From an optimization exercise on the open Yosys and OpenROAD flow, aimed at small area, a short achievable clock period and few clock cycles per item; shortcuts taken in it are not production practice. Function was checked by simulation only, so behaviour that the tests miss may differ from the original.

**flow/design.v**
```verilog
module tot_mulr (
    input  wire         clk,
    input  wire         rst,
    input  wire         start,
    input  wire [127:0] opd,
    input  wire [63:0]  opf,
    input  wire [5:0]   mexp,
    input  wire [1:0]   rmode,
    output reg          busy,
    output reg          done,
    output reg          refused,
    output reg  [3:0]   cause,
    output reg  [127:0] res
);
    integer i;
    genvar  g;
    reg [123:0] a;         
    reg [63:0]  f;         
    reg [123:0] acc;       
    reg [3:0]   sgn;       
    reg [1:0]   rnd;
    reg [5:0]   cnt;       
    reg         sticky;    
    reg         alost;     
    reg         ovf;
    reg         rdef;      
    reg         rtie;      
    reg bad;
    always @* begin
        bad = (sgn[3:1] != 3'b110);
        for (i = 0; i < 31; i = i + 1)
            if (a[4*i+3] & (a[4*i+2] | a[4*i+1])) bad = 1'b1;
        for (i = 0; i < 16; i = i + 1)
            if (f[4*i+3] & (f[4*i+2] | f[4*i+1])) bad = 1'b1;
    end
    wire [3:0] d     = f[3:0];
    reg        pre;        
    reg        pre4;       
    reg        frac;       
    reg        frac_m4;    
    reg        frac_e4;    
    reg        intg;       
    reg        last_frac;  
    wire       f_end = (f[63:4] == 60'd0);
    wire       d_z   = (d == 4'd0);
    wire       frac4 = frac_m4 && f_end && d_z;       
    wire       last  = (intg || (last_frac && d_z)) && f_end;
    wire       dz = pre;                       
    wire       x5  = !dz && (d >= 4'd3) && (d <= 4'd7);
    wire       x10 = !dz && (d >= 4'd8);
    wire       y1  = !dz && ((d == 4'd1) || (d == 4'd4) || (d == 4'd6) || (d == 4'd9));
    wire       y2  = !dz && ((d == 4'd2) || (d == 4'd3) || (d == 4'd7) || (d == 4'd8));
    wire       yn  = !dz && ((d == 4'd3) || (d == 4'd4) || (d >= 4'd8));
    function [2:0] mod5(input [3:0] v);
        case (v)
            4'd5: mod5 = 3'd0;
            4'd6: mod5 = 3'd1;
            4'd7: mod5 = 3'd2;
            4'd8: mod5 = 3'd3;
            4'd9: mod5 = 3'd4;
            default: mod5 = v[2:0];
        endcase
    endfunction
    function ge5(input [3:0] v);
        ge5 = v[3] | (v[2] & (v[1] | v[0]));
    endfunction
    function [3:0] five(input lo_odd, input [3:0] below);
        case ({lo_odd, below[3:1]})
            4'b1000: five = 4'd5;
            4'b1001: five = 4'd6;
            4'b1010: five = 4'd7;
            4'b1011: five = 4'd8;
            4'b1100: five = 4'd9;
            default: five = {1'b0, below[3:1]};
        endcase
    endfunction
    function [4:0] add3(input [3:0] p, input [3:0] q, input [3:0] r);
        reg [3:0] s;
        reg [4:1] c;
        reg t1, t2, t3;
        begin
            s = p ^ q ^ r;
            c = (p & q) | (p & r) | (q & r);
            add3[0] = s[0];
            add3[1] = s[1] ^ c[1];
            t1      = s[1] & c[1];
            add3[2] = s[2] ^ c[2] ^ t1;
            t2      = (s[2] & c[2]) | (s[2] & t1) | (c[2] & t1);
            add3[3] = s[3] ^ c[3] ^ t2;
            t3      = (s[3] & c[3]) | (s[3] & t2) | (c[3] & t2);
            add3[4] = c[4] | t3;
        end
    endfunction
    function [3:0] dig(input [4:0] v, input c1, input c2);
        reg [4:0] w;
        begin
            case ({c2, c1})
                2'b01:   w = v + 5'd1;
                2'b11:   w = v + 5'd2;
                default: w = v;
            endcase
            if (w >= 5'd20)      dig = w[3:0] - 4'd4;
            else if (w >= 5'd10) dig = w[3:0] - 4'd10;
            else                 dig = w[3:0];
        end
    endfunction
    function [5:0] split10(input [4:0] v);       
        split10 = (v >= 5'd20) ? {2'd2, v[3:0] - 4'd4} :
                  (v >= 5'd10) ? {2'd1, v[3:0] - 4'd10} : {2'd0, v[3:0]};
    endfunction
    wire [3:0]  ad [0:33];    
    wire [3:0]  a2 [0:31];
    wire [1:0]  zc [0:31];    
    wire [4:0]  y  [0:31];    
    wire [31:0] gg;           
    wire [31:0] pp;           
    generate
        for (g = 0; g < 34; g = g + 1) begin : dig_a
            if (g < 2 || g > 32)
                assign ad[g] = 4'd0;
            else
                assign ad[g] = a[4*(g-2) +: 4];
        end
        for (g = 0; g < 32; g = g + 1) begin : mul
            wire [3:0] a5;
            wire [4:0] t;
            wire [5:0] cs;
            assign a2[g] = {mod5(ad[g+2]), ge5(ad[g+1])};
            assign a5 = five(ad[g+2][0], ad[g+1]);
            wire [3:0] xd = ({4{x5}} & a5) | ({4{x10}} & ad[g+1]);
            wire [3:0] ym = ({4{y1}} & ad[g+2]) | ({4{y2}} & a2[g]);
            wire [3:0] yd = yn ? {~(ym[3] | ym[2] | ym[1]), ym[2] ^ ym[1], ym[1], ~ym[0]} : ym;
            wire [3:0] cd = (g < 31) ? acc[4*g +: 4] : 4'd0;
            if (g == 0)
                assign t = {1'b0, cd} + {1'b0, xd} + {1'b0, yd} + {4'd0, yn};
            else
                assign t = {1'b0, cd} + {1'b0, xd} + {1'b0, yd};
            assign cs = split10(t);
            assign zc[g] = cs[5:4];
            if (g == 0)
                assign y[g] = {1'b0, cs[3:0]};
            else
                assign y[g] = {1'b0, cs[3:0]} + {3'd0, zc[g-1]};
            assign gg[g] = (y[g] >= 5'd10);
            assign pp[g] = (y[g] == 5'd9);
        end
    endgenerate
    function rmode_up(input [1:0] m, input [3:0] r, input st, input odd);
        rmode_up = (m == 2'd0) ? ((r > 4'd5) || ((r == 4'd5) && (st || odd))) :
                   (m == 2'd1) ? (r >= 4'd5) : 1'b0;
    endfunction
    wire cin0 = rdef | (rtie & y[0][0]);
    wire rup  = last_frac & f_end & d_z & rmode_up(rnd, acc[3:0], sticky, acc[4]);
    wire [32:0]  cc;
    wire [127:0] sum;
    wire [31:0]  g0 = {gg[31:1], gg[0] | rup};    
    wire [7:0]   bg;
    wire [7:0]   bp;
    wire [8:0]   bc;
    wire [8:0]   lg [0:4];
    wire [8:0]   lp [0:4];
    assign lg[0] = {bg, cin0};
    assign lp[0] = {bp, 1'b0};
    generate
        for (g = 0; g < 8; g = g + 1) begin : blk
            assign bg[g] = g0[4*g+3] | (pp[4*g+3] & g0[4*g+2]) | (pp[4*g+3] & pp[4*g+2] & g0[4*g+1])
                         | (pp[4*g+3] & pp[4*g+2] & pp[4*g+1] & g0[4*g]);
            assign bp[g] = &pp[4*g +: 4];
        end
        for (g = 0; g < 4; g = g + 1) begin : lvl
            genvar h;
            for (h = 0; h < 9; h = h + 1) begin : node
                if (h >= (1 << g)) begin
                    assign lg[g+1][h] = lg[g][h] | (lp[g][h] & lg[g][h - (1 << g)]);
                    assign lp[g+1][h] = lp[g][h] & lp[g][h - (1 << g)];
                end else begin
                    assign lg[g+1][h] = lg[g][h];
                    assign lp[g+1][h] = lp[g][h];
                end
            end
        end
        for (g = 0; g < 9; g = g + 1) begin : bcar
            assign bc[g] = lg[4][g];
        end
        for (g = 0; g < 8; g = g + 1) begin : inblk
            assign cc[4*g]   = bc[g];
            assign cc[4*g+1] = g0[4*g] | (pp[4*g] & bc[g]);
            assign cc[4*g+2] = g0[4*g+1] | (pp[4*g+1] & g0[4*g]) | (pp[4*g+1] & pp[4*g] & bc[g]);
            assign cc[4*g+3] = g0[4*g+2] | (pp[4*g+2] & g0[4*g+1]) | (pp[4*g+2] & pp[4*g+1] & g0[4*g])
                             | (pp[4*g+2] & pp[4*g+1] & pp[4*g] & bc[g]);
        end
        for (g = 0; g < 32; g = g + 1) begin : digit
            wire [4:0] w = y[g] + {4'd0, cc[g]};
            assign sum[4*g +: 4] = (w >= 5'd10) ? (w[3:0] - 4'd10) : w[3:0];
        end
    endgenerate
    assign cc[32] = bc[8];
    wire [3:0]  rdig  = sum[3:0];
    wire        r_def = rmode_up(rnd, rdig, sticky, 1'b0);
    wire        r_tie = (rnd == 2'd0) && (rdig == 4'd5) && !sticky;
    wire [3:0]  rdig4 = acc[15:12];
    wire        st4   = sticky | (acc[11:0] != 12'd0);
    wire        r_def4 = rmode_up(rnd, rdig4, st4, 1'b0);
    wire        r_tie4 = (rnd == 2'd0) && (rdig4 == 4'd5) && !st4;
    wire [123:0] acc_in  = frac4 ? {16'd0, acc[123:16]} :
                           frac  ? sum[127:4] : sum[123:0];
    wire         ovf_now = frac ? cc[32]
                                : ((cc[32] & !yn) | (sum[127:124] != 4'd0) | (alost & !d_z));
    wire         ovf_fin = ovf | ovf_now;
    wire         zero    = (acc_in == 124'd0);
    reg [5:0] cnt_nx;
    always @* begin
        if (!busy)      cnt_nx = mexp;
        else if (pre4)  cnt_nx = cnt - 6'd4;
        else if (pre)   cnt_nx = cnt - 6'd1;
        else if (frac4) cnt_nx = cnt + 6'd4;
        else if (frac)  cnt_nx = cnt + 6'd1;
        else            cnt_nx = cnt;
    end
    always @(posedge clk) begin
        cnt       <= cnt_nx;
        pre       <= !cnt_nx[5] && (cnt_nx != 6'd0);
        pre4      <= !cnt_nx[5] && (cnt_nx[4:2] != 3'd0);
        frac      <= cnt_nx[5];
        frac_m4   <= cnt_nx[5] && ((cnt_nx[4:2] != 3'b111) || (cnt_nx[1:0] == 2'b00));
        frac_e4   <= (cnt_nx == 6'b111100);
        intg      <= (cnt_nx == 6'd0);
        last_frac <= (cnt_nx == 6'b111111);
        if (!busy) begin
            a      <= opd[127:4];
            f      <= opf;
            sgn    <= opd[3:0];
            rnd    <= rmode;
            acc    <= 124'd0;
            sticky <= 1'b0;
            alost  <= 1'b0;
            ovf    <= 1'b0;
            rdef   <= 1'b0;
            rtie   <= 1'b0;
        end else if (pre) begin
            if (pre4) begin
                a     <= {a[107:0], 16'd0};
                alost <= alost | (a[123:108] != 16'd0);
            end else begin
                a     <= {a[119:0], 4'd0};
                alost <= alost | (a[123:120] != 4'd0);
            end
        end else if (frac) begin
            acc <= acc_in;
            if (frac4) begin
                sticky <= sticky | (acc[15:0] != 16'd0);
                rdef   <= frac_e4 & r_def4;
                rtie   <= frac_e4 & r_tie4;
            end else begin
                f      <= {4'd0, f[63:4]};
                sticky <= sticky | (rdig != 4'd0);
                rdef   <= last_frac & r_def;
                rtie   <= last_frac & r_tie;
            end
        end else begin
            acc   <= acc_in;
            a     <= {a[119:0], 4'd0};
            alost <= alost | (a[123:120] != 4'd0);
            ovf   <= ovf_fin;
            f     <= {4'd0, f[63:4]};
            rdef  <= 1'b0;
            rtie  <= 1'b0;
        end
    end
    always @(posedge clk) begin
        if (rst) begin
            busy <= 1'b0;
            done <= 1'b0;
            res  <= 128'h0000_0000_0000_0000_0000_0000_0000_000C;
        end else begin
            done <= 1'b0;
            if (!busy) begin
                if (start)
                    busy <= 1'b1;
            end else if (bad) begin
                busy    <= 1'b0;
                done    <= 1'b1;
                refused <= 1'b1;
                cause   <= 4'd2;
            end else if (last) begin
                busy    <= 1'b0;
                done    <= 1'b1;
                refused <= ovf_fin;
                cause   <= ovf_fin ? 4'd4 : 4'd0;
                if (!ovf_fin)
                    res <= {acc_in, 3'b110, (sgn[0] && !zero)};
            end
        end
    end
endmodule
```
**flow/flow/run.sh**
```bash
#!/bin/bash
# Own flow: the standard layout (standard.sh) with two changes:
#  - synthesis: Yosys's extract_fa/adder-cell mapping is skipped and ABC maps
#    with its default script (the synth wrapper with -nofsm -noshare, flatten
#    and renames is the standard one);
#  - port buffers: every input and output still gets a buffer, but a buf_1
#    instead of the flow's default clkdlybuf4s50_1 delay cell.
# Floorplan, placement, CTS, routing and the constraints are the standard ones.
set -euo pipefail
W=$(pwd)
SCR="$FLOW_HOME/scripts"

# synthesis script: ORFS's synth.tcl without the adder step, plain abc
python3 - "$SCR/synth.tcl" "$W/synth_custom.tcl" > "$W/flow_prep.log" 2>&1 <<'PY'
import sys
s = open(sys.argv[1]).read()
a = s.index("# Technology mapping of adders")
b = s.index("# Technology mapping of latches")
s = s[:a] + s[b:]
old = "  log_cmd abc {*}$abc_args"
assert old in s
s = s.replace(old, "  log_cmd abc {*}$lib_args {*}$lib_dont_use_args")
open(sys.argv[2], "w").write(s)
PY

# the standard wrapper, sourcing the script above
sed "s#source \$::env(SCRIPTS_DIR)/synth.tcl#source $W/synth_custom.tcl#" \
    "$W/synth_recipe.tcl" > "$W/custom_synth.tcl"
grep -q "synth_custom.tcl" "$W/custom_synth.tcl"

# standard.sh with the synthesis script swapped and the port buffer cell set
sed -e "s#SYNTH_SCRIPT=[^ ]*#SYNTH_SCRIPT=$W/custom_synth.tcl#" \
    -e "s#CLKGATE_MAP_FILE= #CLKGATE_MAP_FILE= 'BUFFER_PORTS_ARGS=-buffer_cell sky130_fd_sc_hd__buf_1' #" \
    "$W/standard.sh" > "$W/custom_standard.sh"
grep -q "custom_synth.tcl" "$W/custom_standard.sh"
grep -q "BUFFER_PORTS_ARGS" "$W/custom_standard.sh"

bash "$W/custom_standard.sh" > "$W/flow_make.log" 2>&1
test -f "$W/out/final.def"
```
**flow/standard.sh**
```bash
#!/bin/bash
# synth_recipe.tcl (not shown) runs the flow's synth.tcl, then flattens the netlist and writes it again
# the make line also repeats each setting of config.mk as NAME=value (left out here)
make -C /OpenROAD-flow-scripts/flow DESIGN_CONFIG=/design/flow/config.mk WORK_HOME=/design/flow/orfs CLKGATE_MAP_FILE= SYNTH_SCRIPT=/design/flow/synth_recipe.tcl "${@:-finish}"
```
**flow/config.mk**
```make
export PLATFORM = sky130hd
export DESIGN_NAME = tot_mulr
export DESIGN_NICKNAME = tot_mulr
export VERILOG_FILES = /design/flow/design.v
export SDC_FILE = /design/flow/constraint.sdc
export NUM_CORES = 4
export LEC_CHECK = 0
export CAP_MARGIN = 20
export CORE_MARGIN = 2
export CORE_UTILIZATION = 40
export SLEW_MARGIN = 20
```
**flow/constraint.sdc**
```tcl
create_clock -name core_clock -period 90.0 [get_ports {clk}]
set_input_delay 18.0000 -clock core_clock [delete_from_list [all_inputs] [get_ports {clk}]]
set_output_delay 18.0000 -clock core_clock [all_outputs]
set_load 0.01 [all_outputs]
```
==> results.toml <==
[critical_path]
cp.depth = 1
cpPeakStageDelay_ps = 620
cp_top_family = "flip-flops"
crit_path_cell_trace = "buf_1"
startpoint_type = "register"
critPathBufInv = 1
cp.arrival_ps = 1490
required_ps = 72000
cp-end-kind = "primary output"
crit_type = "register to primary output"
worstPathMaxFanout = 32
r2r_cells = 37
critPathSlowestCell = "dfxtp_4"

[detailed_routing]
drc_errors = 0
wire_per_inst_um = 22.2
first_pass_iters = 6
wirelength_um = 155000
via_per_inst = 5.88
num_vias = 41000
ant_nets = 0
drtIter0Drc = 4097

[sta]
maxSlewViolCount = 0
fmax_mhz = 51.3
fin_crit_sh_pct = 21.7
fin_ws_ps = 70510
setup-tns-final_ps = 0
rsz0062_at_grt = "no"
fin_crit_ps = 19490
fin_worst_skew_ps = 21.7
worst_slew_pin_slew_ps = 1130
finalSetupViolCount = 0
hold_violations = 0
hold-worst-slack_ps = 477
slew_headroom_pct = 23.8

[global_routing]
grt_pass1_wl_um = 231000
antenna_found_initial = 4
grt-ovfl-total = 0
grt_pass1_vias = 37000
grt_max_degree = 74
gr-usage-all-layers_pct = 29.1

[floorplan]
die_height_um = 320
dieArea_sq_um = 103000
core_area_sq_um = 98700
initial_core_util_pct = 40.5
die_x_um = 320
ioPinCount = 338
rows = 115

[placed_design]
place.gp.congestion = 0.951
hpwl_um = 117000
io_buffers = 332
dp_cells = 6873
place_ws_ps = 70620
place_area_sq_um = 43400

[logic_synthesis]
ys.flop_type = "dfxtp_1"
yosysUniqueCellTypes = 74
synthCells = 5197
synth-edff-count = 197
syn_avg_cell_area_sq_um = 7.70
yosysSeqAreaShare_pct = 28.2
postSynth.asyncResetShare_pct = 0
yosysWarnings = 1
synth_seq_cells = 465
synth_area_sq_um = 40000

[layout]
fin_cells = 6980
area_growth_pct = 13.3
post-route-cell-area_sq_um = 45300
layout_commonest_cell = "nand2_1"
nets = 5848
utilization_pct = 45.9
n_fill_cell = 10000
layout-drive-gt1-share_pct = 3.04
layout_common_cells = "nand2_1, nor2_1, a21oi_1"

[clocking]
clkTransAtPathRegs_ps = 60
cts-root-buf = "clkbuf_16"
ctsResizeCount = 0
cts_sinks = 465
cts.path.max_buffers = 3
clk-insertion-delay-late_ps = 680
cts_hold_buf = 0
h-tree-depth = 2
numCtsBuffers = 57
tritoncts = "built"
postCtsSetupRepairBufs = 0

[hold_path]
whs_path_depth = 2
hp-class = "register to register"

[run]
drv_cap = 0

[run_status]
status = "no timing/DRC/antenna violations"
worst reg2reg max path: cells and delay by family, from the launching register on:
family	cells	cell delay, ps
DFF	1	530
and+or+nand+nor	7	2950
AOI/OAI and AO/OA	20	7320
buffers and inverters	4	1540
xor gates and xnor gates	3	840
adders and majority gates	2	830
muxes	1	260
area by class of cell:
class | instances | area [sq um] | area share (%)
sequential | 465 | 11300 | 24.9
tap | 1287 | 1610 | 3.55
timing repair buffer | 391 | 1690 | 3.74
inverter | 226 | 851 | 1.88
clock buffer | 76 | 1640 | 3.62
clock inverter | 28 | 272 | 0.599
antenna | 3 | 7.51 | 0.0166
multi-input combinational | 4504 | 27900 | 61.7
layer usage:
layer | wire length (um) | share of wire, % | global-route usage [%] | up-vias
met5 | 0 | 0 | 0 | -
met2 | 67700 | 44 | 45.3 | 1777
met1 | 67400 | 43 | 40.1 | 19300
li1 | - | - | - | 19600
met3 | 14000 | 9.0 | 5.34 | 282
met4 | 5950 | 3.8 | 11.1 | 0
flip-flops by register name (all words and copies together), names as in the netlist, 2 cells and up:
signal  flops
acc       124
f          64
cnt         6
rnd         2
sgn         4
res       125
a         124
cause       2
cells by family after synthesis:
group	Yosys count	synth area share, %
muxes	220	5.71
DFF	465	28.2
buffers and inverters	231	2.21
xor gates and xnor gates	752	16.8
adders and majority gates	107	2.68
AOI/OAI and AO/OA	1676	24.9
other	2	0.0188
and+or+nand+nor	1744	19.5
path summary, 6_finish.rpt:
kind,start,endpoint,slack (ps)
worst min-delay path,res[12],res[12],480
worst max register to register,f[3],res[0],75580
worst min register to register,res[12],res[12],480
worst max-delay path,busy,busy,70510
synthesized netlist by cell type (25+ instances only):
cell / instances / area (sq um)
nand2_1: 628 / 2360
nor2_1: 613 / 2300
a21oi_1: 581 / 2910
o21ai_0: 567 / 2840
xnor2_1: 517 / 4530
dfxtp_1: 268 / 5370
xor2_1: 227 / 1990
clkinv_1: 226 / 848
edfxtp_1: 197 / 5920
mux2i_1: 154 / 1540
maj3_1: 107 / 1070
a22oi_1: 98 / 736
nand2b_1: 84 / 526
nor2b_1: 76 / 475
mux2_1: 66 / 743
nor3_1: 59 / 295
a21o_1: 52 / 390
nor4_1: 49 / 307
nand3_1: 39 / 195
a22o_1: 35 / 307
o21a_1: 35 / 263
o22ai_1: 35 / 219
a221o_1: 34 / 340
o31ai_1: 34 / 255
and2_0: 33 / 206
nor3b_1: 33 / 248
nand4_1: 26 / 163
or2_0: 26 / 163
o211ai_1: 25 / 188
Testbench counts, summed over its fixed seeds: cycles 38,874, items 3,200.

==> static timing again, ports no longer ideal <==
The results above use ideal ports. As a check the final layout listed here was re-extracted and re-timed, cells and wires unchanged.
Step 1 (the two cells are an assumption about what drives the block):
set clk [get_ports {clk}]
set_driving_cell -lib_cell sky130_fd_sc_hd__clkbuf_16 $clk
set_driving_cell -lib_cell sky130_fd_sc_hd__buf_2 [delete_from_list [all_inputs] $clk]
Step 2 adds t to the input delays and takes it off the output delays; t is the mean of the earliest and latest rising clock arrival at the registers after step 1. Input paths then give back, and output paths get back, about the clock's delay inside the block.
Three values: ideal ports, drivers, drivers and shift; two values: the first two.
shift t [ns]: 0.734
slack for setup (ns): 70.508 / 70.439 / 70.597
hold WS [ns]: 0.477 / 0.477 / 0.477
After both steps setup and hold are still met in this run. For this run, drivers alone change the setup slack by -0.069 ns; drivers and shift together by +0.089 ns.
